Source: an optimization exercise on an open RTL-to-GDS flow (aim: small area and a short achievable clock period). Production flows keep margins and buffers that such runs may drop. Function was checked by simulation only, so behaviour that the tests miss may differ from the original.

--- flow/run.sh ---
#!/bin/bash
# The standard layout (the standard.sh, unchanged synthesis and steps),
# with one change: the port buffers that global placement inserts are
# sky130_fd_sc_hd__buf_2 instead of the default pick (a slow delay buffer),
# so paths from the inputs and to the outputs are shorter.
set -euo pipefail
bash standard.sh "BUFFER_PORTS_ARGS=-buffer_cell sky130_fd_sc_hd__buf_2" finish 2>&1 | tee standard.log
--- standard.sh ---
#!/bin/bash
# synth_recipe.tcl (not shown) runs the flow's synth.tcl, then flattens the netlist and writes it again
# the make line also repeats each setting of config.mk as NAME=value (left out here)
make -C /OpenROAD-flow-scripts/flow DESIGN_CONFIG=/design/flow/config.mk WORK_HOME=/design/flow/orfs CLKGATE_MAP_FILE= SYNTH_SCRIPT=/design/flow/synth_recipe.tcl "${@:-finish}"
--- config.mk ---
export PLATFORM = sky130hd
export DESIGN_NAME = pxp_layer_engine
export DESIGN_NICKNAME = pxp_layer_engine
export VERILOG_FILES = /design/flow/design.v
export SDC_FILE = /design/flow/constraint.sdc
export NUM_CORES = 4
export LEC_CHECK = 0
export CAP_MARGIN = 20
export CORE_MARGIN = 2
export CORE_UTILIZATION = 40
export CTS_BUF_LIST = sky130_fd_sc_hd__clkbuf_16
export CTS_CLUSTER_DIAMETER = 100
export CTS_CLUSTER_SIZE = 25
export SLEW_MARGIN = 20
export SYNTH_HIERARCHICAL = 1
--- constraint.sdc ---
create_clock -name core_clock -period 90.0 [get_ports {clk}]
set_input_delay 18.0000 -clock core_clock [delete_from_list [all_inputs] [get_ports {clk}]]
set_output_delay 18.0000 -clock core_clock [all_outputs]
set_load 0.01 [all_outputs]
--- design.v ---
module pxp_layer_engine (
    input  wire         clk,
    input  wire         rst,
    input  wire         cfg_we,
    input  wire [2:0]   cfg_sel,
    input  wire [39:0]  cfg_data,
    input  wire         in_valid,
    input  wire [159:0] in_pix,
    input  wire [3:0]   in_transp,
    input  wire [3:0]   in_err,
    output wire         out_valid,
    output wire [29:0]  out_pix,
    output wire         out_err
);
    localparam NL = 4;
    reg        l_en      [0:NL-1];
    reg        l_premult [0:NL-1];
    reg [1:0]  l_key     [0:NL-1];
    reg        l_invert  [0:NL-1];
    reg [1:0]  l_keylay  [0:NL-1];
    reg [9:0]  l_global  [0:NL-1];
    reg [9:0]  l_clip_lo [0:NL-1];
    reg [9:0]  l_clip_hi [0:NL-1];
    reg [29:0] bg;
    reg [2:0]  nlayers;
    integer i;
    always @(posedge clk) begin
        if (rst) begin
            for (i = 0; i < NL; i = i + 1)
                l_en[i] <= 1'b0;
            bg      <= {10'd64, 10'd512, 10'd512};
            nlayers <= 3'd0;
        end else if (cfg_we) begin
            if (cfg_sel < NL) begin
                l_en[cfg_sel[1:0]] <= cfg_data[39];
            end else if (cfg_sel == 3'd4) begin
                bg      <= cfg_data[29:0];
                nlayers <= (cfg_data[32:30] > NL) ? NL[2:0] : cfg_data[32:30];
            end
        end
    end
    always @(posedge clk) begin
        if (cfg_we && cfg_sel < NL) begin
            l_premult[cfg_sel[1:0]] <= cfg_data[38];
            l_key[cfg_sel[1:0]]     <= cfg_data[37:36];
            l_invert[cfg_sel[1:0]]  <= cfg_data[35];
            l_keylay[cfg_sel[1:0]]  <= cfg_data[33:32];
            l_global[cfg_sel[1:0]]  <= cfg_data[29:20];
            l_clip_lo[cfg_sel[1:0]] <= cfg_data[19:10];
            l_clip_hi[cfg_sel[1:0]] <= cfg_data[9:0];
        end
    end
    function [9:0] clamp10;
        input [10:0] v;
        begin
            if (v < 11'd4)         clamp10 = 10'd4;
            else if (v > 11'd1019) clamp10 = 10'd1019;
            else                   clamp10 = v[9:0];
        end
    endfunction
    function [10:0] divstep;       
        input [9:0] r;
        input       nb;
        input [9:0] d;
        reg   [11:0] t;
        begin
            t = {1'b0, r, nb} - {2'b0, d};
            if (t[11]) divstep = {1'b0, r[8:0], nb};
            else       divstep = {1'b1, t[9:0]};
        end
    endfunction
    function [10:0] radd10;
        input [9:0] x;
        input [9:0] y;
        input       cin;
        reg   [9:0] s;
        reg         c;
        integer     b;
        begin
            c = cin;
            for (b = 0; b < 10; b = b + 1) begin
                s[b] = x[b] ^ y[b] ^ c;
                c    = (x[b] & y[b]) | (x[b] & c) | (y[b] & c);
            end
            radd10 = {c, s};
        end
    endfunction
    reg         r0_v;
    reg [159:0] r0_pix;
    reg [3:0]   r0_tr;
    reg [3:0]   r0_er;
    always @(posedge clk) begin
        if (rst) r0_v <= 1'b0;
        else     r0_v <= in_valid;
        r0_pix <= in_pix;
        r0_tr  <= in_transp;
        r0_er  <= in_err;
    end
    reg [3:0]   act_c;
    reg [9:0]   ys_c  [0:NL-1];
    reg         ka_c  [0:NL-1];
    wire [9:0]  dd    [0:NL-1];    
    wire [9:0]  ddn   [0:NL-1];    
    integer ia;
    always @* begin
        for (ia = 0; ia < NL; ia = ia + 1)
            act_c[ia] = l_en[ia] && (ia < nlayers) && !r0_tr[ia];
    end
    task automatic fixkey;
        input        act;
        input [1:0]  key;
        input [9:0]  alpha;
        input        ka;
        input        le;
        input        ge;
        output       fix;
        output [9:0] kf;
        begin
            fix = 1'b1;
            if (!act)              kf = 10'd0;
            else if (key == 2'd0)  kf = 10'd1023;
            else if (key == 2'd1)  kf = alpha;
            else if (!ka || le)    kf = 10'd0;
            else if (ge)           kf = 10'd1023;
            else begin
                kf  = 10'd0;
                fix = 1'b0;
            end
        end
    endtask
    reg         r1_v, r2_v, r3_v;
    reg [119:0] r1_f, r2_f, r3_f;
    reg [3:0]   r1_act, r2_act, r3_act;
    reg [3:0]   r1_er, r2_er, r3_er;
    always @(posedge clk) begin
        if (rst) begin
            r1_v <= 1'b0; r2_v <= 1'b0; r3_v <= 1'b0;
        end else begin
            r1_v <= r0_v; r2_v <= r1_v; r3_v <= r2_v;
        end
        r1_f   <= {r0_pix[120 +: 30], r0_pix[80 +: 30], r0_pix[40 +: 30], r0_pix[0 +: 30]};
        r2_f   <= r1_f;
        r3_f   <= r2_f;
        r1_act <= act_c;  r2_act <= r1_act;  r3_act <= r2_act;
        r1_er  <= r0_er;  r2_er  <= r1_er;   r3_er  <= r2_er;
    end
    genvar g;
    generate
        for (g = 0; g < NL; g = g + 1) begin : key
            reg [9:0] dd_r;
            always @(posedge clk) dd_r <= l_clip_hi[g] - l_clip_lo[g];
            assign dd[g]  = dd_r;
            assign ddn[g] = ~dd_r;
            always @* begin
                if (l_key[g] == 2'd3) begin
                    ys_c[g] = r0_pix[40*l_keylay[g]+20 +: 10];
                    ka_c[g] = act_c[l_keylay[g]];
                end else begin
                    ys_c[g] = r0_pix[40*g+20 +: 10];
                    ka_c[g] = 1'b1;
                end
            end
            if (g < 2) begin : fast
                reg [9:0]  n, rr, kf, rr2, kk;
                reg [19:0] num;
                reg [10:0] st, st2, st3;
                reg        le, ge, fx;
                reg [3:0]  q1;
                reg [4:0]  q2;
                integer    j, j2;
                reg        s1_fix, s2_fix;
                reg [9:0]  s1_r, s2_r;
                reg [3:0]  s1_q;
                reg [8:0]  s2_q;
                reg [5:0]  s1_n;
                reg        s2_n;
                always @(posedge clk) begin
                    le  = ys_c[g] <= l_clip_lo[g];
                    ge  = ys_c[g] >= l_clip_hi[g];
                    n   = ys_c[g] - l_clip_lo[g];
                    num = {n, 10'd0} - {10'd0, n} + {11'd0, dd[g][9:1]};
                    rr  = num[19:10];
                    for (j = 9; j >= 6; j = j - 1) begin
                        st = divstep(rr, num[j], dd[g]);
                        q1[j-6] = st[10];
                        rr = st[9:0];
                    end
                    fixkey(act_c[g], l_key[g], r0_pix[40*g+30 +: 10], ka_c[g], le, ge, fx, kf);
                    s1_fix <= fx;
                    s1_r   <= fx ? kf : rr;
                    s1_q   <= q1;
                    s1_n   <= num[5:0];
                end
                always @(posedge clk) begin
                    rr2 = s1_r;
                    for (j2 = 5; j2 >= 1; j2 = j2 - 1) begin
                        st2 = divstep(rr2, s1_n[j2], dd[g]);
                        q2[j2-1] = st2[10];
                        rr2 = st2[9:0];
                    end
                    s2_fix <= s1_fix;
                    s2_r   <= s1_fix ? s1_r : rr2;
                    s2_q   <= {s1_q, q2};
                    s2_n   <= s1_n[0];
                end
                always @* begin
                    st3 = divstep(s2_r, s2_n, dd[g]);
                    kk  = s2_fix ? s2_r : {s2_q, st3[10]};
                    k3_c[g] = (l_invert[g] && r2_act[g]) ? ~kk : kk;
                end
            end else begin : slow
                reg [10:0] t, st, t2;
                reg [9:0]  n, kf;
                reg        le, ge, fx;
                wire [9:0] rn_a, r_b, rn_c, r_d, rn_e, rn_f, r_g, rn_h, rn_i, r_j;
                wire       q_a, q_b, q_c, q_d, q_e, q_f, q_g, q_h, q_i, q_j;
                reg [9:0]  nhi_c, nlo_c;
                always @* begin
                    t     = radd10(ys_c[g], ~l_clip_lo[g], 1'b1);
                    n     = t[9:0];
                    t     = radd10(~n, {1'b0, dd[g][9:1]}, 1'b1);
                    nlo_c = t[9:0];
                    st    = radd10(n, 10'h3FF, t[10]);
                    nhi_c = st[9:0];
                end
                pxp_rstep_p u9 (.r(nhi_c), .nb(nlo_c[9]),  .dn(ddn[g]), .q(q_a), .rnn(rn_a));
                pxp_rstep_n u8 (.rn_(rn_a), .nbn(~nlo_c[8]), .d(dd[g]),  .q(q_b), .rn(r_b));
                reg        s1_fix, s2_fix;
                reg [9:0]  s1_r, s2_r;
                reg [1:0]  s1_q;
                reg [4:0]  s2_q;
                reg [7:0]  s1_n;
                reg [4:0]  s2_n;
                always @(posedge clk) begin
                    t2 = radd10(ys_c[g], ~l_clip_lo[g], 1'b1);
                    le = ~t2[10] | (t2[9:0] == 10'd0);
                    t2 = radd10(ys_c[g], ~l_clip_hi[g], 1'b1);
                    ge = t2[10];
                    fixkey(act_c[g], l_key[g], r0_pix[40*g+30 +: 10], ka_c[g], le, ge, fx, kf);
                    s1_fix <= fx;
                    s1_r   <= fx ? kf : r_b;
                    s1_q   <= {q_a, q_b};
                    s1_n   <= nlo_c[7:0];
                end
                pxp_rstep_p u7 (.r(s1_r), .nb(s1_n[7]),   .dn(ddn[g]), .q(q_c), .rnn(rn_c));
                pxp_rstep_n u6 (.rn_(rn_c), .nbn(~s1_n[6]), .d(dd[g]),  .q(q_d), .rn(r_d));
                pxp_rstep_p u5 (.r(r_d),  .nb(s1_n[5]),   .dn(ddn[g]), .q(q_e), .rnn(rn_e));
                reg        s3_fix;
                reg [9:0]  s3_r;
                reg [7:0]  s3_q;
                reg [1:0]  s3_n;
                always @(posedge clk) begin
                    s2_fix <= s1_fix;
                    s2_r   <= s1_fix ? s1_r : ~rn_e;
                    s2_q   <= {s1_q, q_c, q_d, q_e};
                    s2_n   <= s1_n[4:0];
                end
                pxp_rstep_p u4 (.r(s2_r), .nb(s2_n[4]),   .dn(ddn[g]), .q(q_f), .rnn(rn_f));
                pxp_rstep_n u3 (.rn_(rn_f), .nbn(~s2_n[3]), .d(dd[g]),  .q(q_g), .rn(r_g));
                pxp_rstep_p u2 (.r(r_g),  .nb(s2_n[2]),   .dn(ddn[g]), .q(q_h), .rnn(rn_h));
                always @(posedge clk) begin
                    s3_fix <= s2_fix;
                    s3_r   <= s2_fix ? s2_r : ~rn_h;
                    s3_q   <= {s2_q, q_f, q_g, q_h};
                    s3_n   <= s2_n[1:0];
                end
                pxp_rstep_p u1 (.r(s3_r), .nb(s3_n[1]),   .dn(ddn[g]), .q(q_i), .rnn(rn_i));
                pxp_rstep_n u0 (.rn_(rn_i), .nbn(~s3_n[0]), .d(dd[g]),  .q(q_j), .rn(r_j));
                wire [9:0] kk = s3_fix ? s3_r : {s3_q, q_i, q_j};
                always @* k4_c[g] = (l_invert[g] && r3_act[g]) ? ~kk : kk;
            end
        end
    endgenerate
    reg  [9:0] k3_c [0:1];
    reg  [9:0] k4_c [2:3];
    wire [9:0] a0_c;
    pxp_alpha_unit u_a0 (.k(k3_c[0]), .g(l_global[0]), .y(a0_c));
    reg  [9:0] r3_a0, r3_k1;
    reg        r3_e;
    always @(posedge clk) begin
        r3_a0 <= a0_c;
        r3_k1 <= k3_c[1];
        r3_e  <= a0_c != 10'd0 && r2_er[0];
    end
    wire [29:0] bgc = {clamp10({1'b0, bg[29:20]}), clamp10({1'b0, bg[19:10]}),
                       clamp10({1'b0, bg[9:0]})};
    wire [29:0] b1, b2, b3, b4;
    wire [9:0]  a1_c, a2_c, a3_c;
    pxp_blend3 u_l0 (.pm(l_premult[0] & r3_act[0]), .a(r3_a0), .f(r3_f[29:0]), .b(bgc), .y(b1));
    pxp_alpha_unit u_a1 (.k(r3_k1), .g(l_global[1]), .y(a1_c));
    reg         r4_v, r4_e;
    reg [29:0]  r4_b;
    reg [89:0]  r4_f;
    reg [3:1]   r4_act;
    reg [3:2]   r4_er;
    reg [9:0]   r4_a1, r4_k2, r4_k3;
    always @(posedge clk) begin
        if (rst) r4_v <= 1'b0;
        else     r4_v <= r3_v;
        r4_b   <= b1;
        r4_f   <= r3_f[119:30];
        r4_act <= r3_act[3:1];
        r4_er  <= r3_er[3:2];
        r4_a1  <= a1_c;
        r4_e   <= r3_e | (a1_c != 10'd0 && r3_er[1]);
        r4_k2  <= k4_c[2];
        r4_k3  <= k4_c[3];
    end
    pxp_blend3 u_l1 (.pm(l_premult[1] & r4_act[1]), .a(r4_a1), .f(r4_f[29:0]), .b(r4_b), .y(b2));
    pxp_alpha_unit u_a2 (.k(r4_k2), .g(l_global[2]), .y(a2_c));
    reg         r5_v, r5_e;
    reg [29:0]  r5_b;
    reg [59:0]  r5_f;
    reg [3:2]   r5_act;
    reg         r5_er3;
    reg [9:0]   r5_a2, r5_k3;
    always @(posedge clk) begin
        if (rst) r5_v <= 1'b0;
        else     r5_v <= r4_v;
        r5_b   <= b2;
        r5_f   <= r4_f[89:30];
        r5_act <= r4_act[3:2];
        r5_er3 <= r4_er[3];
        r5_a2  <= a2_c;
        r5_e   <= r4_e | (a2_c != 10'd0 && r4_er[2]);
        r5_k3  <= r4_k3;
    end
    pxp_blend3 u_l2 (.pm(l_premult[2] & r5_act[2]), .a(r5_a2), .f(r5_f[29:0]), .b(r5_b), .y(b3));
    pxp_alpha_unit u_a3 (.k(r5_k3), .g(l_global[3]), .y(a3_c));
    reg         r6_v, r6_e, r6_act;
    reg [29:0]  r6_b, r6_f;
    reg [9:0]   r6_a3;
    always @(posedge clk) begin
        if (rst) r6_v <= 1'b0;
        else     r6_v <= r5_v;
        r6_b   <= b3;
        r6_f   <= r5_f[59:30];
        r6_act <= r5_act[3];
        r6_a3  <= a3_c;
        r6_e   <= r5_e | (a3_c != 10'd0 && r5_er3);
    end
    pxp_blend3 u_l3 (.pm(l_premult[3] & r6_act), .a(r6_a3), .f(r6_f), .b(r6_b), .y(b4));
    reg         r7_v, r7_e;
    reg [29:0]  r7_b;
    always @(posedge clk) begin
        if (rst) r7_v <= 1'b0;
        else     r7_v <= r6_v;
        r7_b <= b4;
        r7_e <= r6_e;
    end
    assign out_valid = r7_v;
    assign out_pix   = r7_b;
    assign out_err   = r7_e;
endmodule
module pxp_blend3 (
    input  wire        pm,
    input  wire [9:0]  a,
    input  wire [29:0] f,
    input  wire [29:0] b,
    output wire [29:0] y
);
    pxp_blend_unit u2 (.pm(pm), .a(a), .f(f[29:20]), .b(b[29:20]), .y(y[29:20]));
    pxp_blend_unit u1 (.pm(pm), .a(a), .f(f[19:10]), .b(b[19:10]), .y(y[19:10]));
    pxp_blend_unit u0 (.pm(pm), .a(a), .f(f[9:0]),   .b(b[9:0]),   .y(y[9:0]));
endmodule
module pxp_blend_unit (input wire pm, input wire [9:0] a, input wire [9:0] f,
                       input wire [9:0] b, output wire [9:0] y);
    wire [9:0] fm  = pm ? 10'd0 : f;        
    wire [9:0] fpn = ~(pm ? f : 10'd0);     
    wire [9:0] mn0;
    pxp_mux2i_10 m0 (.s(a[0]), .a1(fm), .a0(b), .y(mn0));
    wire [9:0] mn1;
    pxp_mux2i_10 m1 (.s(a[1]), .a1(fm), .a0(b), .y(mn1));
    wire [9:0] mn2;
    pxp_mux2i_10 m2 (.s(a[2]), .a1(fm), .a0(b), .y(mn2));
    wire [9:0] mn3;
    pxp_mux2i_10 m3 (.s(a[3]), .a1(fm), .a0(b), .y(mn3));
    wire [9:0] mn4;
    pxp_mux2i_10 m4 (.s(a[4]), .a1(fm), .a0(b), .y(mn4));
    wire [9:0] mn5;
    pxp_mux2i_10 m5 (.s(a[5]), .a1(fm), .a0(b), .y(mn5));
    wire [9:0] mn6;
    pxp_mux2i_10 m6 (.s(a[6]), .a1(fm), .a0(b), .y(mn6));
    wire [9:0] mn7;
    pxp_mux2i_10 m7 (.s(a[7]), .a1(fm), .a0(b), .y(mn7));
    wire [9:0] mn8;
    pxp_mux2i_10 m8 (.s(a[8]), .a1(fm), .a0(b), .y(mn8));
    wire [9:0] mn9;
    pxp_mux2i_10 m9 (.s(a[9]), .a1(fm), .a0(b), .y(mn9));
    wire s1, c1;
    pxp_hac ha1 (.a(mn0[8]), .b(mn1[7]), .s(s1), .co(c1));
    wire s2, c2;
    pxp_fa fa2 (.a(mn0[9]), .b(mn1[8]), .ci(mn2[7]), .s(s2), .co(c2));
    wire s3, c3;
    pxp_hac ha3 (.a(mn1[9]), .b(mn2[8]), .s(s3), .co(c3));
    wire s4, c4;
    pxp_hac ha4 (.a(mn0[5]), .b(mn1[4]), .s(s4), .co(c4));
    wire s5, c5;
    pxp_fa fa5 (.a(mn0[6]), .b(mn1[5]), .ci(mn2[4]), .s(s5), .co(c5));
    wire s6, c6;
    pxp_hac ha6 (.a(mn3[3]), .b(mn4[2]), .s(s6), .co(c6));
    wire s7, c7;
    pxp_fa fa7 (.a(mn0[7]), .b(mn1[6]), .ci(mn2[5]), .s(s7), .co(c7));
    wire s8, c8;
    pxp_fa fa8 (.a(mn3[4]), .b(mn4[3]), .ci(mn5[2]), .s(s8), .co(c8));
    wire s9, c9;
    pxp_hac ha9 (.a(mn6[1]), .b(mn7[0]), .s(s9), .co(c9));
    wire s10, c10;
    pxp_fa fa10 (.a(mn2[6]), .b(mn3[5]), .ci(mn4[4]), .s(s10), .co(c10));
    wire s11, c11;
    pxp_fa fa11 (.a(mn5[3]), .b(mn6[2]), .ci(mn7[1]), .s(s11), .co(c11));
    wire s12, c12;
    pxp_ha ha12 (.a(mn8[0]), .b(s1), .s(s12), .co(c12));
    wire s13, c13;
    pxp_fa fa13 (.a(mn3[6]), .b(mn4[5]), .ci(mn5[4]), .s(s13), .co(c13));
    wire s14, c14;
    pxp_fa fa14 (.a(mn6[3]), .b(mn7[2]), .ci(mn8[1]), .s(s14), .co(c14));
    wire s15, c15;
    pxp_fa fa15 (.a(mn9[0]), .b(c1), .ci(s2), .s(s15), .co(c15));
    wire s16, c16;
    pxp_fa fa16 (.a(mn3[7]), .b(mn4[6]), .ci(mn5[5]), .s(s16), .co(c16));
    wire s17, c17;
    pxp_fa fa17 (.a(mn6[4]), .b(mn7[3]), .ci(mn8[2]), .s(s17), .co(c17));
    wire s18, c18;
    pxp_fa fa18 (.a(mn9[1]), .b(c2), .ci(s3), .s(s18), .co(c18));
    wire s19, c19;
    pxp_fa fa19 (.a(mn2[9]), .b(mn3[8]), .ci(mn4[7]), .s(s19), .co(c19));
    wire s20, c20;
    pxp_fa fa20 (.a(mn5[6]), .b(mn6[5]), .ci(mn7[4]), .s(s20), .co(c20));
    wire s21, c21;
    pxp_fa fa21 (.a(mn8[3]), .b(mn9[2]), .ci(c3), .s(s21), .co(c21));
    wire s22, c22;
    pxp_fa fa22 (.a(mn3[9]), .b(mn4[8]), .ci(mn5[7]), .s(s22), .co(c22));
    wire s23, c23;
    pxp_fa fa23 (.a(mn6[6]), .b(mn7[5]), .ci(mn8[4]), .s(s23), .co(c23));
    wire s24, c24;
    pxp_fa fa24 (.a(mn4[9]), .b(mn5[8]), .ci(mn6[7]), .s(s24), .co(c24));
    wire s25, c25;
    pxp_hac ha25 (.a(mn0[3]), .b(mn1[2]), .s(s25), .co(c25));
    wire s26, c26;
    pxp_fa fa26 (.a(mn0[4]), .b(mn1[3]), .ci(mn2[2]), .s(s26), .co(c26));
    wire s27, c27;
    pxp_hac ha27 (.a(mn3[1]), .b(mn4[0]), .s(s27), .co(c27));
    wire s28, c28;
    pxp_fa fa28 (.a(mn2[3]), .b(mn3[2]), .ci(mn4[1]), .s(s28), .co(c28));
    wire s29, c29;
    pxp_ha ha29 (.a(mn5[0]), .b(s4), .s(s29), .co(c29));
    wire s30, c30;
    pxp_ha ha30 (.a(mn5[1]), .b(mn6[0]), .s(s30), .co(c30));
    wire s31, c31;
    pxp_fa fa31 (.a(c4), .b(s5), .ci(s6), .s(s31), .co(c31));
    wire s32, c32;
    pxp_ha ha32 (.a(c5), .b(c6), .s(s32), .co(c32));
    wire s33, c33;
    pxp_fa fa33 (.a(s7), .b(s8), .ci(s9), .s(s33), .co(c33));
    wire s34, c34;
    pxp_fa fa34 (.a(c7), .b(c8), .ci(c9), .s(s34), .co(c34));
    wire s35, c35;
    pxp_fa fa35 (.a(s10), .b(s11), .ci(s12), .s(s35), .co(c35));
    wire s36, c36;
    pxp_fa fa36 (.a(c10), .b(c11), .ci(c12), .s(s36), .co(c36));
    wire s37, c37;
    pxp_fa fa37 (.a(s13), .b(s14), .ci(s15), .s(s37), .co(c37));
    wire s38, c38;
    pxp_fa fa38 (.a(c13), .b(c14), .ci(c15), .s(s38), .co(c38));
    wire s39, c39;
    pxp_fa fa39 (.a(s16), .b(s17), .ci(s18), .s(s39), .co(c39));
    wire s40, c40;
    pxp_fa fa40 (.a(c16), .b(c17), .ci(c18), .s(s40), .co(c40));
    wire s41, c41;
    pxp_fa fa41 (.a(s19), .b(s20), .ci(s21), .s(s41), .co(c41));
    wire s42, c42;
    pxp_fa fa42 (.a(mn9[3]), .b(c19), .ci(c20), .s(s42), .co(c42));
    wire s43, c43;
    pxp_fa fa43 (.a(c21), .b(s22), .ci(s23), .s(s43), .co(c43));
    wire s44, c44;
    pxp_fa fa44 (.a(mn7[6]), .b(mn8[5]), .ci(mn9[4]), .s(s44), .co(c44));
    wire s45, c45;
    pxp_fa fa45 (.a(c22), .b(c23), .ci(s24), .s(s45), .co(c45));
    wire s46, c46;
    pxp_fa fa46 (.a(mn5[9]), .b(mn6[8]), .ci(mn7[7]), .s(s46), .co(c46));
    wire s47, c47;
    pxp_fa fa47 (.a(mn8[6]), .b(mn9[5]), .ci(c24), .s(s47), .co(c47));
    wire s48, c48;
    pxp_fa fa48 (.a(mn6[9]), .b(mn7[8]), .ci(mn8[7]), .s(s48), .co(c48));
    wire s49, c49;
    pxp_hac ha49 (.a(mn0[2]), .b(mn1[1]), .s(s49), .co(c49));
    wire s50, c50;
    pxp_ha ha50 (.a(mn2[1]), .b(mn3[0]), .s(s50), .co(c50));
    wire s51, c51;
    pxp_ha ha51 (.a(c25), .b(s26), .s(s51), .co(c51));
    wire s52, c52;
    pxp_fa fa52 (.a(c26), .b(c27), .ci(s28), .s(s52), .co(c52));
    wire s53, c53;
    pxp_fa fa53 (.a(c28), .b(c29), .ci(s30), .s(s53), .co(c53));
    wire s54, c54;
    pxp_fa fa54 (.a(c30), .b(c31), .ci(s32), .s(s54), .co(c54));
    wire s55, c55;
    pxp_fa fa55 (.a(c32), .b(c33), .ci(s34), .s(s55), .co(c55));
    wire s56, c56;
    pxp_fa fa56 (.a(c34), .b(c35), .ci(s36), .s(s56), .co(c56));
    wire s57, c57;
    pxp_fa fa57 (.a(c36), .b(c37), .ci(s38), .s(s57), .co(c57));
    wire s58, c58;
    pxp_fa fa58 (.a(c38), .b(c39), .ci(s40), .s(s58), .co(c58));
    wire s59, c59;
    pxp_fa fa59 (.a(c40), .b(c41), .ci(s42), .s(s59), .co(c59));
    wire s60, c60;
    pxp_fa fa60 (.a(c42), .b(c43), .ci(s44), .s(s60), .co(c60));
    wire s61, c61;
    pxp_fa fa61 (.a(c44), .b(c45), .ci(s46), .s(s61), .co(c61));
    wire s62, c62;
    pxp_fa fa62 (.a(mn9[6]), .b(c46), .ci(c47), .s(s62), .co(c62));
    wire s63, c63;
    pxp_fa fa63 (.a(mn7[9]), .b(mn8[8]), .ci(mn9[7]), .s(s63), .co(c63));
    wire s64, c64;
    pxp_hac ha64 (.a(mn0[1]), .b(mn1[0]), .s(s64), .co(c64));
    wire s65, c65;
    pxp_ha ha65 (.a(mn2[0]), .b(s49), .s(s65), .co(c65));
    wire s66, c66;
    pxp_fa fa66 (.a(s25), .b(c49), .ci(s50), .s(s66), .co(c66));
    wire s67, c67;
    pxp_fa fa67 (.a(s27), .b(c50), .ci(s51), .s(s67), .co(c67));
    wire s68, c68;
    pxp_fa fa68 (.a(s29), .b(c51), .ci(s52), .s(s68), .co(c68));
    wire s69, c69;
    pxp_fa fa69 (.a(s31), .b(c52), .ci(s53), .s(s69), .co(c69));
    wire s70, c70;
    pxp_fa fa70 (.a(s33), .b(c53), .ci(s54), .s(s70), .co(c70));
    wire s71, c71;
    pxp_fa fa71 (.a(s35), .b(c54), .ci(s55), .s(s71), .co(c71));
    wire s72, c72;
    pxp_fa fa72 (.a(s37), .b(c55), .ci(s56), .s(s72), .co(c72));
    wire s73, c73;
    pxp_fa fa73 (.a(s39), .b(c56), .ci(s57), .s(s73), .co(c73));
    wire s74, c74;
    pxp_fa fa74 (.a(s41), .b(c57), .ci(s58), .s(s74), .co(c74));
    wire s75, c75;
    pxp_fa fa75 (.a(s43), .b(c58), .ci(s59), .s(s75), .co(c75));
    wire s76, c76;
    pxp_fa fa76 (.a(s45), .b(c59), .ci(s60), .s(s76), .co(c76));
    wire s77, c77;
    pxp_fa fa77 (.a(s47), .b(c60), .ci(s61), .s(s77), .co(c77));
    wire s78, c78;
    pxp_fa fa78 (.a(s48), .b(c61), .ci(s62), .s(s78), .co(c78));
    wire s79, c79;
    pxp_fa fa79 (.a(c48), .b(c62), .ci(s63), .s(s79), .co(c79));
    wire s80, c80;
    pxp_fa fa80 (.a(mn8[9]), .b(mn9[8]), .ci(c63), .s(s80), .co(c80));
    wire w81 = ~mn0[0];
    wire s82, c82;
    pxp_ha ha82 (.a(s64), .b(mn0[0]), .s(s82), .co(c82));
    wire s83, c83;
    pxp_fa fa83 (.a(c64), .b(s65), .ci(c82), .s(s83), .co(c83));
    wire s84, c84;
    pxp_fa fa84 (.a(c65), .b(s66), .ci(c83), .s(s84), .co(c84));
    wire s85, c85;
    pxp_fa fa85 (.a(c66), .b(s67), .ci(c84), .s(s85), .co(c85));
    wire s86, c86;
    pxp_fa fa86 (.a(c67), .b(s68), .ci(c85), .s(s86), .co(c86));
    wire s87, c87;
    pxp_fa fa87 (.a(c68), .b(s69), .ci(c86), .s(s87), .co(c87));
    wire s88, c88;
    pxp_fa fa88 (.a(c69), .b(s70), .ci(c87), .s(s88), .co(c88));
    wire s89, c89;
    pxp_fa fa89 (.a(c70), .b(s71), .ci(c88), .s(s89), .co(c89));
    wire s90, c90;
    pxp_fa fa90 (.a(c71), .b(s72), .ci(c89), .s(s90), .co(c90));
    wire s91, c91;
    pxp_fa fa91 (.a(c72), .b(s73), .ci(c90), .s(s91), .co(c91));
    wire s92, c92;
    pxp_fa fa92 (.a(c73), .b(s74), .ci(c91), .s(s92), .co(c92));
    wire s93, c93;
    pxp_fa fa93 (.a(c74), .b(s75), .ci(c92), .s(s93), .co(c93));
    wire s94, c94;
    pxp_fa fa94 (.a(c75), .b(s76), .ci(c93), .s(s94), .co(c94));
    wire s95, c95;
    pxp_fa fa95 (.a(c76), .b(s77), .ci(c94), .s(s95), .co(c95));
    wire s96, c96;
    pxp_fa fa96 (.a(c77), .b(s78), .ci(c95), .s(s96), .co(c96));
    wire s97, c97;
    pxp_fa fa97 (.a(c78), .b(s79), .ci(c96), .s(s97), .co(c97));
    wire s98, c98;
    pxp_fa fa98 (.a(c79), .b(s80), .ci(c97), .s(s98), .co(c98));
    wire s99, c99;
    pxp_fa fa99 (.a(mn9[9]), .b(c80), .ci(c98), .s(s99), .co(c99));
    wire s100, c100;
    pxp_ha ha100 (.a(w81), .b(s91), .s(s100), .co(c100));
    wire s101, c101;
    pxp_fa fa101 (.a(s82), .b(s92), .ci(c100), .s(s101), .co(c101));
    wire s102, c102;
    pxp_fa fa102 (.a(s83), .b(s93), .ci(c101), .s(s102), .co(c102));
    wire s103, c103;
    pxp_fa fa103 (.a(s84), .b(s94), .ci(c102), .s(s103), .co(c103));
    wire s104, c104;
    pxp_fa fa104 (.a(s85), .b(s95), .ci(c103), .s(s104), .co(c104));
    wire s105, c105;
    pxp_fa fa105 (.a(s86), .b(s96), .ci(c104), .s(s105), .co(c105));
    wire s106, c106;
    pxp_fa fa106 (.a(s87), .b(s97), .ci(c105), .s(s106), .co(c106));
    wire s107, c107;
    pxp_fa fa107 (.a(s88), .b(s98), .ci(c106), .s(s107), .co(c107));
    wire s108, c108;
    pxp_fa fa108 (.a(s89), .b(s99), .ci(c107), .s(s108), .co(c108));
    wire s109, c109;
    pxp_fa fa109 (.a(s90), .b(c99), .ci(c108), .s(s109), .co(c109));
    wire s110, c110;
    pxp_fa fa110 (.a(s91), .b(fpn[0]), .ci(c109), .s(s110), .co(c110));
    wire s111, c111;
    pxp_fa fa111 (.a(s92), .b(fpn[1]), .ci(c110), .s(s111), .co(c111));
    wire s112, c112;
    pxp_fa fa112 (.a(s93), .b(fpn[2]), .ci(c111), .s(s112), .co(c112));
    wire s113, c113;
    pxp_fa fa113 (.a(s94), .b(fpn[3]), .ci(c112), .s(s113), .co(c113));
    wire s114, c114;
    pxp_fa fa114 (.a(s95), .b(fpn[4]), .ci(c113), .s(s114), .co(c114));
    wire s115, c115;
    pxp_fa fa115 (.a(s96), .b(fpn[5]), .ci(c114), .s(s115), .co(c115));
    wire s116, c116;
    pxp_fa fa116 (.a(s97), .b(fpn[6]), .ci(c115), .s(s116), .co(c116));
    wire s117, c117;
    pxp_fa fa117 (.a(s98), .b(fpn[7]), .ci(c116), .s(s117), .co(c117));
    wire s118, c118;
    pxp_fa fa118 (.a(s99), .b(fpn[8]), .ci(c117), .s(s118), .co(c118));
    wire s119, c119;
    pxp_fa fa119 (.a(c99), .b(fpn[9]), .ci(c118), .s(s119), .co(c119));
    wire [10:0] s = ~{c119, s119, s118, s117, s116, s115, s114, s113, s112, s111, s110};
    assign y = (s < 11'd4) ? 10'd4 : (s > 11'd1019) ? 10'd1019 : s[9:0];
endmodule
module pxp_alpha_unit (input wire [9:0] k, input wire [9:0] g, output wire [9:0] y);
    wire [9:0] mn0;
    pxp_nand2_10 m0 (.a({10{k[0]}}), .b(g), .y(mn0));
    wire [9:0] mn1;
    pxp_nand2_10 m1 (.a({10{k[1]}}), .b(g), .y(mn1));
    wire [9:0] mn2;
    pxp_nand2_10 m2 (.a({10{k[2]}}), .b(g), .y(mn2));
    wire [9:0] mn3;
    pxp_nand2_10 m3 (.a({10{k[3]}}), .b(g), .y(mn3));
    wire [9:0] mn4;
    pxp_nand2_10 m4 (.a({10{k[4]}}), .b(g), .y(mn4));
    wire [9:0] mn5;
    pxp_nand2_10 m5 (.a({10{k[5]}}), .b(g), .y(mn5));
    wire [9:0] mn6;
    pxp_nand2_10 m6 (.a({10{k[6]}}), .b(g), .y(mn6));
    wire [9:0] mn7;
    pxp_nand2_10 m7 (.a({10{k[7]}}), .b(g), .y(mn7));
    wire [9:0] mn8;
    pxp_nand2_10 m8 (.a({10{k[8]}}), .b(g), .y(mn8));
    wire [9:0] mn9;
    pxp_nand2_10 m9 (.a({10{k[9]}}), .b(g), .y(mn9));
    wire s1, c1;
    pxp_hac ha1 (.a(mn0[8]), .b(mn1[7]), .s(s1), .co(c1));
    wire s2, c2;
    pxp_fa fa2 (.a(mn0[9]), .b(mn1[8]), .ci(mn2[7]), .s(s2), .co(c2));
    wire s3, c3;
    pxp_hac ha3 (.a(mn1[9]), .b(mn2[8]), .s(s3), .co(c3));
    wire s4, c4;
    pxp_hac ha4 (.a(mn0[5]), .b(mn1[4]), .s(s4), .co(c4));
    wire s5, c5;
    pxp_fa fa5 (.a(mn0[6]), .b(mn1[5]), .ci(mn2[4]), .s(s5), .co(c5));
    wire s6, c6;
    pxp_hac ha6 (.a(mn3[3]), .b(mn4[2]), .s(s6), .co(c6));
    wire s7, c7;
    pxp_fa fa7 (.a(mn0[7]), .b(mn1[6]), .ci(mn2[5]), .s(s7), .co(c7));
    wire s8, c8;
    pxp_fa fa8 (.a(mn3[4]), .b(mn4[3]), .ci(mn5[2]), .s(s8), .co(c8));
    wire s9, c9;
    pxp_hac ha9 (.a(mn6[1]), .b(mn7[0]), .s(s9), .co(c9));
    wire s10, c10;
    pxp_fa fa10 (.a(mn2[6]), .b(mn3[5]), .ci(mn4[4]), .s(s10), .co(c10));
    wire s11, c11;
    pxp_fa fa11 (.a(mn5[3]), .b(mn6[2]), .ci(mn7[1]), .s(s11), .co(c11));
    wire s12, c12;
    pxp_ha ha12 (.a(mn8[0]), .b(s1), .s(s12), .co(c12));
    wire s13, c13;
    pxp_fa fa13 (.a(mn3[6]), .b(mn4[5]), .ci(mn5[4]), .s(s13), .co(c13));
    wire s14, c14;
    pxp_fa fa14 (.a(mn6[3]), .b(mn7[2]), .ci(mn8[1]), .s(s14), .co(c14));
    wire s15, c15;
    pxp_fa fa15 (.a(mn9[0]), .b(c1), .ci(s2), .s(s15), .co(c15));
    wire s16, c16;
    pxp_fa fa16 (.a(mn3[7]), .b(mn4[6]), .ci(mn5[5]), .s(s16), .co(c16));
    wire s17, c17;
    pxp_fa fa17 (.a(mn6[4]), .b(mn7[3]), .ci(mn8[2]), .s(s17), .co(c17));
    wire s18, c18;
    pxp_fa fa18 (.a(mn9[1]), .b(c2), .ci(s3), .s(s18), .co(c18));
    wire s19, c19;
    pxp_fa fa19 (.a(mn2[9]), .b(mn3[8]), .ci(mn4[7]), .s(s19), .co(c19));
    wire s20, c20;
    pxp_fa fa20 (.a(mn5[6]), .b(mn6[5]), .ci(mn7[4]), .s(s20), .co(c20));
    wire s21, c21;
    pxp_fa fa21 (.a(mn8[3]), .b(mn9[2]), .ci(c3), .s(s21), .co(c21));
    wire s22, c22;
    pxp_fa fa22 (.a(mn3[9]), .b(mn4[8]), .ci(mn5[7]), .s(s22), .co(c22));
    wire s23, c23;
    pxp_fa fa23 (.a(mn6[6]), .b(mn7[5]), .ci(mn8[4]), .s(s23), .co(c23));
    wire s24, c24;
    pxp_fa fa24 (.a(mn4[9]), .b(mn5[8]), .ci(mn6[7]), .s(s24), .co(c24));
    wire s25, c25;
    pxp_hac ha25 (.a(mn0[3]), .b(mn1[2]), .s(s25), .co(c25));
    wire s26, c26;
    pxp_fa fa26 (.a(mn0[4]), .b(mn1[3]), .ci(mn2[2]), .s(s26), .co(c26));
    wire s27, c27;
    pxp_hac ha27 (.a(mn3[1]), .b(mn4[0]), .s(s27), .co(c27));
    wire s28, c28;
    pxp_fa fa28 (.a(mn2[3]), .b(mn3[2]), .ci(mn4[1]), .s(s28), .co(c28));
    wire s29, c29;
    pxp_ha ha29 (.a(mn5[0]), .b(s4), .s(s29), .co(c29));
    wire s30, c30;
    pxp_ha ha30 (.a(mn5[1]), .b(mn6[0]), .s(s30), .co(c30));
    wire s31, c31;
    pxp_fa fa31 (.a(c4), .b(s5), .ci(s6), .s(s31), .co(c31));
    wire s32, c32;
    pxp_ha ha32 (.a(c5), .b(c6), .s(s32), .co(c32));
    wire s33, c33;
    pxp_fa fa33 (.a(s7), .b(s8), .ci(s9), .s(s33), .co(c33));
    wire s34, c34;
    pxp_fa fa34 (.a(c7), .b(c8), .ci(c9), .s(s34), .co(c34));
    wire s35, c35;
    pxp_fa fa35 (.a(s10), .b(s11), .ci(s12), .s(s35), .co(c35));
    wire s36, c36;
    pxp_fa fa36 (.a(c10), .b(c11), .ci(c12), .s(s36), .co(c36));
    wire s37, c37;
    pxp_fa fa37 (.a(s13), .b(s14), .ci(s15), .s(s37), .co(c37));
    wire s38, c38;
    pxp_fa fa38 (.a(c13), .b(c14), .ci(c15), .s(s38), .co(c38));
    wire s39, c39;
    pxp_fa fa39 (.a(s16), .b(s17), .ci(s18), .s(s39), .co(c39));
    wire s40, c40;
    pxp_fa fa40 (.a(c16), .b(c17), .ci(c18), .s(s40), .co(c40));
    wire s41, c41;
    pxp_fa fa41 (.a(s19), .b(s20), .ci(s21), .s(s41), .co(c41));
    wire s42, c42;
    pxp_fa fa42 (.a(mn9[3]), .b(c19), .ci(c20), .s(s42), .co(c42));
    wire s43, c43;
    pxp_fa fa43 (.a(c21), .b(s22), .ci(s23), .s(s43), .co(c43));
    wire s44, c44;
    pxp_fa fa44 (.a(mn7[6]), .b(mn8[5]), .ci(mn9[4]), .s(s44), .co(c44));
    wire s45, c45;
    pxp_fa fa45 (.a(c22), .b(c23), .ci(s24), .s(s45), .co(c45));
    wire s46, c46;
    pxp_fa fa46 (.a(mn5[9]), .b(mn6[8]), .ci(mn7[7]), .s(s46), .co(c46));
    wire s47, c47;
    pxp_fa fa47 (.a(mn8[6]), .b(mn9[5]), .ci(c24), .s(s47), .co(c47));
    wire s48, c48;
    pxp_fa fa48 (.a(mn6[9]), .b(mn7[8]), .ci(mn8[7]), .s(s48), .co(c48));
    wire s49, c49;
    pxp_hac ha49 (.a(mn0[2]), .b(mn1[1]), .s(s49), .co(c49));
    wire s50, c50;
    pxp_ha ha50 (.a(mn2[1]), .b(mn3[0]), .s(s50), .co(c50));
    wire s51, c51;
    pxp_ha ha51 (.a(c25), .b(s26), .s(s51), .co(c51));
    wire s52, c52;
    pxp_fa fa52 (.a(c26), .b(c27), .ci(s28), .s(s52), .co(c52));
    wire s53, c53;
    pxp_fa fa53 (.a(c28), .b(c29), .ci(s30), .s(s53), .co(c53));
    wire s54, c54;
    pxp_fa fa54 (.a(c30), .b(c31), .ci(s32), .s(s54), .co(c54));
    wire s55, c55;
    pxp_fa fa55 (.a(c32), .b(c33), .ci(s34), .s(s55), .co(c55));
    wire s56, c56;
    pxp_fa fa56 (.a(c34), .b(c35), .ci(s36), .s(s56), .co(c56));
    wire s57, c57;
    pxp_fa fa57 (.a(c36), .b(c37), .ci(s38), .s(s57), .co(c57));
    wire s58, c58;
    pxp_fa fa58 (.a(c38), .b(c39), .ci(s40), .s(s58), .co(c58));
    wire s59, c59;
    pxp_fa fa59 (.a(c40), .b(c41), .ci(s42), .s(s59), .co(c59));
    wire s60, c60;
    pxp_fa fa60 (.a(c42), .b(c43), .ci(s44), .s(s60), .co(c60));
    wire s61, c61;
    pxp_fa fa61 (.a(c44), .b(c45), .ci(s46), .s(s61), .co(c61));
    wire s62, c62;
    pxp_fa fa62 (.a(mn9[6]), .b(c46), .ci(c47), .s(s62), .co(c62));
    wire s63, c63;
    pxp_fa fa63 (.a(mn7[9]), .b(mn8[8]), .ci(mn9[7]), .s(s63), .co(c63));
    wire s64, c64;
    pxp_hac ha64 (.a(mn0[1]), .b(mn1[0]), .s(s64), .co(c64));
    wire s65, c65;
    pxp_ha ha65 (.a(mn2[0]), .b(s49), .s(s65), .co(c65));
    wire s66, c66;
    pxp_fa fa66 (.a(s25), .b(c49), .ci(s50), .s(s66), .co(c66));
    wire s67, c67;
    pxp_fa fa67 (.a(s27), .b(c50), .ci(s51), .s(s67), .co(c67));
    wire s68, c68;
    pxp_fa fa68 (.a(s29), .b(c51), .ci(s52), .s(s68), .co(c68));
    wire s69, c69;
    pxp_fa fa69 (.a(s31), .b(c52), .ci(s53), .s(s69), .co(c69));
    wire s70, c70;
    pxp_fa fa70 (.a(s33), .b(c53), .ci(s54), .s(s70), .co(c70));
    wire s71, c71;
    pxp_fa fa71 (.a(s35), .b(c54), .ci(s55), .s(s71), .co(c71));
    wire s72, c72;
    pxp_fa fa72 (.a(s37), .b(c55), .ci(s56), .s(s72), .co(c72));
    wire s73, c73;
    pxp_fa fa73 (.a(s39), .b(c56), .ci(s57), .s(s73), .co(c73));
    wire s74, c74;
    pxp_fa fa74 (.a(s41), .b(c57), .ci(s58), .s(s74), .co(c74));
    wire s75, c75;
    pxp_fa fa75 (.a(s43), .b(c58), .ci(s59), .s(s75), .co(c75));
    wire s76, c76;
    pxp_fa fa76 (.a(s45), .b(c59), .ci(s60), .s(s76), .co(c76));
    wire s77, c77;
    pxp_fa fa77 (.a(s47), .b(c60), .ci(s61), .s(s77), .co(c77));
    wire s78, c78;
    pxp_fa fa78 (.a(s48), .b(c61), .ci(s62), .s(s78), .co(c78));
    wire s79, c79;
    pxp_fa fa79 (.a(c48), .b(c62), .ci(s63), .s(s79), .co(c79));
    wire s80, c80;
    pxp_fa fa80 (.a(mn8[9]), .b(mn9[8]), .ci(c63), .s(s80), .co(c80));
    wire w81 = ~mn0[0];
    wire s82, c82;
    pxp_ha ha82 (.a(s64), .b(mn0[0]), .s(s82), .co(c82));
    wire s83, c83;
    pxp_fa fa83 (.a(c64), .b(s65), .ci(c82), .s(s83), .co(c83));
    wire s84, c84;
    pxp_fa fa84 (.a(c65), .b(s66), .ci(c83), .s(s84), .co(c84));
    wire s85, c85;
    pxp_fa fa85 (.a(c66), .b(s67), .ci(c84), .s(s85), .co(c85));
    wire s86, c86;
    pxp_fa fa86 (.a(c67), .b(s68), .ci(c85), .s(s86), .co(c86));
    wire s87, c87;
    pxp_fa fa87 (.a(c68), .b(s69), .ci(c86), .s(s87), .co(c87));
    wire s88, c88;
    pxp_fa fa88 (.a(c69), .b(s70), .ci(c87), .s(s88), .co(c88));
    wire s89, c89;
    pxp_fa fa89 (.a(c70), .b(s71), .ci(c88), .s(s89), .co(c89));
    wire s90, c90;
    pxp_fa fa90 (.a(c71), .b(s72), .ci(c89), .s(s90), .co(c90));
    wire s91, c91;
    pxp_fa fa91 (.a(c72), .b(s73), .ci(c90), .s(s91), .co(c91));
    wire s92, c92;
    pxp_fa fa92 (.a(c73), .b(s74), .ci(c91), .s(s92), .co(c92));
    wire s93, c93;
    pxp_fa fa93 (.a(c74), .b(s75), .ci(c92), .s(s93), .co(c93));
    wire s94, c94;
    pxp_fa fa94 (.a(c75), .b(s76), .ci(c93), .s(s94), .co(c94));
    wire s95, c95;
    pxp_fa fa95 (.a(c76), .b(s77), .ci(c94), .s(s95), .co(c95));
    wire s96, c96;
    pxp_fa fa96 (.a(c77), .b(s78), .ci(c95), .s(s96), .co(c96));
    wire s97, c97;
    pxp_fa fa97 (.a(c78), .b(s79), .ci(c96), .s(s97), .co(c97));
    wire s98, c98;
    pxp_fa fa98 (.a(c79), .b(s80), .ci(c97), .s(s98), .co(c98));
    wire s99, c99;
    pxp_fa fa99 (.a(mn9[9]), .b(c80), .ci(c98), .s(s99), .co(c99));
    wire s100, c100;
    pxp_ha ha100 (.a(w81), .b(s91), .s(s100), .co(c100));
    wire s101, c101;
    pxp_fa fa101 (.a(s82), .b(s92), .ci(c100), .s(s101), .co(c101));
    wire s102, c102;
    pxp_fa fa102 (.a(s83), .b(s93), .ci(c101), .s(s102), .co(c102));
    wire s103, c103;
    pxp_fa fa103 (.a(s84), .b(s94), .ci(c102), .s(s103), .co(c103));
    wire s104, c104;
    pxp_fa fa104 (.a(s85), .b(s95), .ci(c103), .s(s104), .co(c104));
    wire s105, c105;
    pxp_fa fa105 (.a(s86), .b(s96), .ci(c104), .s(s105), .co(c105));
    wire s106, c106;
    pxp_fa fa106 (.a(s87), .b(s97), .ci(c105), .s(s106), .co(c106));
    wire s107, c107;
    pxp_fa fa107 (.a(s88), .b(s98), .ci(c106), .s(s107), .co(c107));
    wire s108, c108;
    pxp_fa fa108 (.a(s89), .b(s99), .ci(c107), .s(s108), .co(c108));
    wire s109, c109;
    pxp_fa fa109 (.a(s90), .b(c99), .ci(c108), .s(s109), .co(c109));
    wire s110, c110;
    pxp_hac ha110 (.a(s91), .b(c109), .s(s110), .co(c110));
    wire s111, c111;
    pxp_hac ha111 (.a(s92), .b(c110), .s(s111), .co(c111));
    wire s112, c112;
    pxp_hac ha112 (.a(s93), .b(c111), .s(s112), .co(c112));
    wire s113, c113;
    pxp_hac ha113 (.a(s94), .b(c112), .s(s113), .co(c113));
    wire s114, c114;
    pxp_hac ha114 (.a(s95), .b(c113), .s(s114), .co(c114));
    wire s115, c115;
    pxp_hac ha115 (.a(s96), .b(c114), .s(s115), .co(c115));
    wire s116, c116;
    pxp_hac ha116 (.a(s97), .b(c115), .s(s116), .co(c116));
    wire s117, c117;
    pxp_hac ha117 (.a(s98), .b(c116), .s(s117), .co(c117));
    wire s118, c118;
    pxp_hac ha118 (.a(s99), .b(c117), .s(s118), .co(c118));
    wire s119, c119;
    pxp_hac ha119 (.a(c99), .b(c118), .s(s119), .co(c119));
    assign y = ~{s119, s118, s117, s116, s115, s114, s113, s112, s111, s110};
endmodule
module pxp_rstep_p (input wire [9:0] r, input wire nb, input wire [9:0] dn,
                    output wire q, output wire [9:0] rnn);
    wire s1, c1;
    pxp_hac ha1 (.a(nb), .b(dn[0]), .s(s1), .co(c1));
    wire s2, c2;
    pxp_fa fa2 (.a(r[0]), .b(dn[1]), .ci(c1), .s(s2), .co(c2));
    wire s3, c3;
    pxp_fa fa3 (.a(r[1]), .b(dn[2]), .ci(c2), .s(s3), .co(c3));
    wire s4, c4;
    pxp_fa fa4 (.a(r[2]), .b(dn[3]), .ci(c3), .s(s4), .co(c4));
    wire s5, c5;
    pxp_fa fa5 (.a(r[3]), .b(dn[4]), .ci(c4), .s(s5), .co(c5));
    wire s6, c6;
    pxp_fa fa6 (.a(r[4]), .b(dn[5]), .ci(c5), .s(s6), .co(c6));
    wire s7, c7;
    pxp_fa fa7 (.a(r[5]), .b(dn[6]), .ci(c6), .s(s7), .co(c7));
    wire s8, c8;
    pxp_fa fa8 (.a(r[6]), .b(dn[7]), .ci(c7), .s(s8), .co(c8));
    wire s9, c9;
    pxp_fa fa9 (.a(r[7]), .b(dn[8]), .ci(c8), .s(s9), .co(c9));
    wire s10, c10;
    pxp_fa fa10 (.a(r[8]), .b(dn[9]), .ci(c9), .s(s10), .co(c10));
    wire s11, c11;
    pxp_hac ha11 (.a(r[9]), .b(c10), .s(s11), .co(c11));
    assign q = c11;
    pxp_mux2i_10 m (.s(q), .a1({s10, s9, s8, s7, s6, s5, s4, s3, s2, s1}), .a0({r[8:0], nb}), .y(rnn));
endmodule
module pxp_rstep_n (input wire [9:0] rn_, input wire nbn, input wire [9:0] d,
                    output wire q, output wire [9:0] rn);
    wire s1, c1;
    pxp_ha ha1 (.a(nbn), .b(d[0]), .s(s1), .co(c1));
    wire s2, c2;
    pxp_fa fa2 (.a(rn_[0]), .b(d[1]), .ci(c1), .s(s2), .co(c2));
    wire s3, c3;
    pxp_fa fa3 (.a(rn_[1]), .b(d[2]), .ci(c2), .s(s3), .co(c3));
    wire s4, c4;
    pxp_fa fa4 (.a(rn_[2]), .b(d[3]), .ci(c3), .s(s4), .co(c4));
    wire s5, c5;
    pxp_fa fa5 (.a(rn_[3]), .b(d[4]), .ci(c4), .s(s5), .co(c5));
    wire s6, c6;
    pxp_fa fa6 (.a(rn_[4]), .b(d[5]), .ci(c5), .s(s6), .co(c6));
    wire s7, c7;
    pxp_fa fa7 (.a(rn_[5]), .b(d[6]), .ci(c6), .s(s7), .co(c7));
    wire s8, c8;
    pxp_fa fa8 (.a(rn_[6]), .b(d[7]), .ci(c7), .s(s8), .co(c8));
    wire s9, c9;
    pxp_fa fa9 (.a(rn_[7]), .b(d[8]), .ci(c8), .s(s9), .co(c9));
    wire s10, c10;
    pxp_fa fa10 (.a(rn_[8]), .b(d[9]), .ci(c9), .s(s10), .co(c10));
    wire s11, c11;
    pxp_ha ha11 (.a(rn_[9]), .b(c10), .s(s11), .co(c11));
    assign q = ~c11;
    pxp_mux2i_10 m (.s(q), .a1({s10, s9, s8, s7, s6, s5, s4, s3, s2, s1}), .a0({rn_[8:0], nbn}), .y(rn));
endmodule
module pxp_fa (input wire a, input wire b, input wire ci, output wire s, output wire co);
    assign s  = a ^ b ^ ci;
    assign co = (a & b) | (a & ci) | (b & ci);
endmodule
module pxp_ha (input wire a, input wire b, output wire s, output wire co);
    assign s  = a ^ b;
    assign co = a & b;
endmodule
module pxp_hac (input wire a, input wire b, output wire s, output wire co);
    pxp_xnor2 x (.a(a), .b(b), .y(s));
    pxp_or2   o (.a(a), .b(b), .y(co));
endmodule
module pxp_xnor2 (input wire a, input wire b, output wire y);
    assign y = ~(a ^ b);
endmodule
module pxp_or2 (input wire a, input wire b, output wire y);
    assign y = a | b;
endmodule
module pxp_mux2i_10 (input wire s, input wire [9:0] a1, input wire [9:0] a0, output wire [9:0] y);
    genvar i;
    generate for (i = 0; i < 10; i = i + 1) begin : lane
        pxp_mux2i u (.s(s), .a1(a1[i]), .a0(a0[i]), .y(y[i]));
    end endgenerate
endmodule
module pxp_nand2_10 (input wire [9:0] a, input wire [9:0] b, output wire [9:0] y);
    genvar i;
    generate for (i = 0; i < 10; i = i + 1) begin : lane
        pxp_nand2 u (.a(a[i]), .b(b[i]), .y(y[i]));
    end endgenerate
endmodule
module pxp_mux2i (input wire s, input wire a1, input wire a0, output wire y);
    assign y = ~(s ? a1 : a0);
endmodule
module pxp_nand2 (input wire a, input wire b, output wire y);
    assign y = ~(a & b);
endmodule
==> run notes, run 1 <==
cts hold-fix bufs=0; CP cell instances=buf_2; initial cell density of the core=approximately two fifths; die area=approximately 0.27 sq mm; final setup violation count=0; maximum clock insertion buffer count=3; drt wl/cell=22.1 um; Top Usage Layer GRT=met2; post_cts resized=0; crit path capture type=output port; Area growth, synth to finish=8.32%; cell family with most CP delay=flip-flops; Critical Path Source Type=register; core footprint=0.268 sq mm; htree depth=3; initial antenna violation count=28; # DRC=0; CP Launch Point=r7_b[13]; Die Width=between 500 and 600 um; die height=522 um; Tot GR Track Use=20.8%; setup tns final=0 ns; r2r startpoint=l_keylay[1][1]; syn_nets=11400; slowest CP cell=dfxtp_1; met1 Usage GRT=approximately 28%; relative slew slack=~25%; Bufs and invs on worst path=1; Num CTS Buffers=a little over 80; outcome=timing/DRC/antenna clean; Slowest Stage Delay on Critical Path=about 0.32 ns; Critical Path RT=about 72 ns; drt pass-1 iters=5; clock sink count=around 1400; Slew Viols, Final=0; Fin. Hold Viols=0; layout cells sized above 1=7.73%; met2 usage=about a third; met3 global-route usage=under 10%; drt total wl=284000 um; vias after detailed routing=a little under 70000; CP Class=reg2out; maxcap violations=0; Layout Nets=about 12000; hold slack final=~0.32 ns; CTS clk-pin slew, worst paths=0.09 ns; io pins=247; Synth Cell Area=0.107 sq mm; yosys warns=15; Vias/cell=around 5.3; skew final=between 0.04 and 0.05 ns; Setup Fix Bufs, Post-CTS=0; commonest non-fill, non-tap cell in the layout=fa_1; number of port buffers=~250; final clock period utilization by the worst path=roughly a fifth; achievable frequency=52.1 MHz; CTS tree=done; routability cong.=0.890; Tightest Hold Check Type=reg2reg; largest net degree at the start of global routing=61; Worst Path Max Fanout=1; Synth Area per Inst=around 12 sq um; commonest cells after routing, fill and taps aside=fa_1, mux2i_1, dfxtp_1, nand2_1, ha_1; CTS Root Buffer Type=clkbuf_16; Hold Startpoint=r5_f[46]; worst-margin pin slew=roughly 1.1 ns; fin crit period=around 19 ns; Post-DRT Antenna Nets=0; total grt overflow=0; vias in the first global route=between 70000 and 80000; row count=between 150 and 200; DR iter-0 viols=around 4700; Syn Inst Count=about 9000; RSZ-0062 raised after global routing=no; first-pass GRT wire length=443000 um; worst-skew pair later-pin latency=0.74 ns; arrival time at the worst endpoint=around 1.2 ns; HPWL Detailed=approximately 220000 um
-- layout make-up --
| cell class | instances | area, sq um |
|---|---|---|
| Clock buffer | 84 | 2100 |
| Multi-Input combinational cell | 6975 | 76100 |
| Antenna cell | 7 | 17.5 |
| Tap cell | 3552 | 4440 |
| Inverter | 415 | 1560 |
| Fill cell | 24900 | 151000 |
| Clock inverter | 54 | 671 |
| Sequential cell | 1384 | 29200 |
| Timing Repair Buffer | 385 | 2290 |
-- layer usage --
metal  vias to the layer above  routed length (um)
met5                         -                  13
met4                         2                9250
met3                       392               14900
met2                      1992              137000
met1                     35600              122000
li1                      30700                   -
-- per-stage QoR --
step                worst slack, ns  cell area (sq um)  std cells  utilization, %
finish                        70.82             116000      12900            43.5
global route                  70.73             116000      12900            43.5
CTS                           70.74             116000      12800            43.5
detailed placement            70.19             114000      12700            42.4
global placement              70.24             114000      12700            42.4
floorplan                     68.36             107000       8926               -
-- registers in the layout, indices dropped and copies added, names as in the netlist, 40 cells and up --
| register | flops |
|---|---|
| r2_f | 120 |
| l_clip_hi | 40 |
| r4_f | 90 |
| r3_f | 120 |
| r0_pix | 160 |
| l_global | 40 |
| r5_f | 60 |
| l_clip_lo | 40 |
| key.dd_r | 40 |
| r1_f | 120 |
-- path summary, 6_finish.rpt --
path	depth (start not counted)	end	slack [ns]
worst max-delay path	1	out_pix[13]	70.82
worst min-delay path	0	r6_f[16]	0.32
worst max register to register	69	key[1].fast.s1_r[9]	72.47
worst min register to register	0	r6_f[16]	0.32
==> run 2, diff against run 1 <==
--- a/config.mk
+++ b/config.mk
@@ -8,5 +8,5 @@
 export CAP_MARGIN = 20
 export CORE_MARGIN = 2
-export CORE_UTILIZATION = 40
+export CORE_UTILIZATION = 55
 export CTS_BUF_LIST = sky130_fd_sc_hd__clkbuf_16
 export CTS_CLUSTER_DIAMETER = 100
==> run notes, run 2 <==
vias in the first global route=74000 (was 75700); final setup violation count=0 (unchanged); routability cong.=0.896 (was 0.890); drt pass-1 iters=6 (was 5); Critical Path RT=72.00 ns (about the same); Post-DRT Antenna Nets=0 (unchanged); Design Area, Final=0.115 sq mm (was 0.116 sq mm); row count=162 (was 190); initial antenna violation count=18 (was 28); cell family with most CP delay=flip-flops (unchanged); Tightest Hold Check Type=reg2reg (unchanged); die area=0.199 sq mm (was 0.273 sq mm); largest net degree at the start of global routing=61 (unchanged); slowest CP cell=dfxtp_1 (unchanged); relative slew slack=25.9% (was 25.1%); CP cell instances=buf_2 (unchanged); Multi-input gate area=0.0761 sq mm (about the same); htree depth=3 (unchanged); DR iter-0 viols=4650 (was 4692); Synth Cell Area=0.107 sq mm (unchanged); CTS Root Buffer Type=clkbuf_16 (unchanged); Area growth, synth to finish=6.79% (was 8.32%); syn_nets=11400 (unchanged); Placement Cell Area=0.112 sq mm (was 0.114 sq mm); skew final=0.0359 ns (was 0.0475 ns); Slowest Stage Delay on Critical Path=0.33 ns (was 0.32 ns); worst-skew pair later-pin latency=0.78 ns (was 0.74 ns); Worst Path Max Fanout=1 (unchanged); total grt overflow=0 (unchanged); RSZ-0062 raised after global routing=no (unchanged); initial cell density of the core=55.2% (was 40.2%); Slew Viols, Final=0 (unchanged); Syn Inst Count=8926 (unchanged); achievable frequency=52.0 MHz (was 52.1 MHz); commonest non-fill, non-tap cell in the layout=fa_1 (unchanged); drt total wl=278000 um (was 284000 um); commonest cells after routing, fill and taps aside=fa_1, mux2i_1, dfxtp_1, nand2_1, ha_1 (unchanged); Biggest register=r0_pix (unchanged); Synth Area per Inst=12.0 sq um (unchanged); number of port buffers=245 (unchanged); arrival time at the worst endpoint=1.22 ns (was 1.18 ns); vias after detailed routing=67900 (was 68700); max reg flops=160 (unchanged); first-pass GRT wire length=434000 um (was 443000 um); Fin. Hold Viols=0 (unchanged); io pins=247 (unchanged); Critical Path Source Type=register (unchanged); Num CTS Buffers=77 (was 83); yosys warns=15 (unchanged); setup tns final=0 ns (unchanged); FILL cells=16100 (was 24900); Layout Nets=11700 (about the same); Die Width=446 um (was 522 um); maximum clock insertion buffer count=3 (unchanged); final clock period utilization by the worst path=21.4% (was 21.3%); outcome=timing/DRC/antenna clean (unchanged); maxcap violations=0 (unchanged); worst-margin pin slew=1.11 ns (was 1.12 ns); drt wl/cell=23.5 um (was 22.1 um); Tot GR Track Use=28.4% (was 20.8%); crit path capture type=output port (unchanged); # DRC=0 (unchanged); Sequential Area=0.0292 sq mm (unchanged); Bufs and invs on worst path=1 (unchanged); HPWL Detailed=215000 um (was 217000 um); Setup Fix Bufs, Post-CTS=0 (unchanged); fin crit period=19.22 ns (was 19.18 ns); CTS clk-pin slew, worst paths=0.09 ns (about the same); post_cts resized=0 (unchanged); cts hold-fix bufs=0 (unchanged); Vias/cell=5.75 (was 5.34); CTS tree=done (unchanged); Final Util=59.0% (was 43.5%); layout cells sized above 1=7.39% (was 7.73%); clock sink count=1384 (unchanged); CP Class=reg2out (unchanged); core footprint=0.195 sq mm (was 0.268 sq mm); die height=446 um (was 522 um)
[run 2: cell type report]
type,count,share of cell area [%]
multi-input combinational,6975,66.3
sequential,1384,25.5
tap,2542,2.77
timing repair buffer,364,1.86
clock buffer,78,1.70
inverter,415,1.36
clock inverter,44,0.494
antenna,13,0.0283
[run 2: metal layers]
layer / global-route usage (%) / vias to the layer above / wire length, um
li1: - / 30700 / -
met1: 37.5 / 35100 / 118000
met2: 47.7 / 1733 / 135000
met3: 3.68 / 464 / 13100
met4: 10.9 / 18 / 10900
met5: 0 / - / 118
[run 2: per-stage QoR]
step                      instances  setup WS (ns)  hold WS [ns]
final                         11800          70.78         0.305
after global routing          11800          70.72         0.301
after CTS                     11800          70.70         0.301
after detailed placement      11700          70.18         0.312
after global placement        11700          70.25         0.310
after floorplan                8926          68.36         0.310
[run 2: worst reg2reg max path: cells and delay by family, from the launching register on]
family	cells	cell delay, ns
buf+inv	5	0.80
compound gates	36	8.43
simple gates	17	3.12
fa+ha+maj	6	1.64
mux	5	2.01
flops	1	0.81
xor+xnor	1	0.39
[run 2: worst paths after layout]
kind / startpoint / to / slack [ns] / cells after the start
worst max-delay path: r7_b[23] / out_pix[23] / 70.78 / 1
worst max register to register: l_keylay[1][1] / key[1].fast.s1_r[0] / 72.74 / 70
worst min register to register: r4_f[47] / r5_f[17] / 0.30 / 0
worst min-delay path: r4_f[47] / r5_f[17] / 0.30 / 0

==> what the ideal ports hide <==
No port has a modelled driver above. Below, the same layouts with a new extraction and two added sets of constraints.
Step 1: set_driving_cell puts a clkbuf_16 on clk and a buf_2 on each other input, an assumption about the parent block.
Step 2 also shifts input and output timing later by t, the mid clock arrival at the registers, as if the neighbouring blocks saw the same clock.
Three values: ideal ports, drivers, drivers and shift; two values: the first two.
| run | shift t [ns] | setup slack, ns | latest minus earliest clock arrival (ns) |
|---|---|---|---|
| run 1 | 0.828 | 70.817 / 70.721 / 70.207 | 0.072 / 0.072 |
| run 2 | 0.854 | 70.783 / 70.686 / 70.225 | 0.041 / 0.042 |
After both steps setup and hold are still met in every run listed. The setup slack of run 1, which loses most, moves by -0.096 ns with the drivers and by -0.610 ns with both steps.
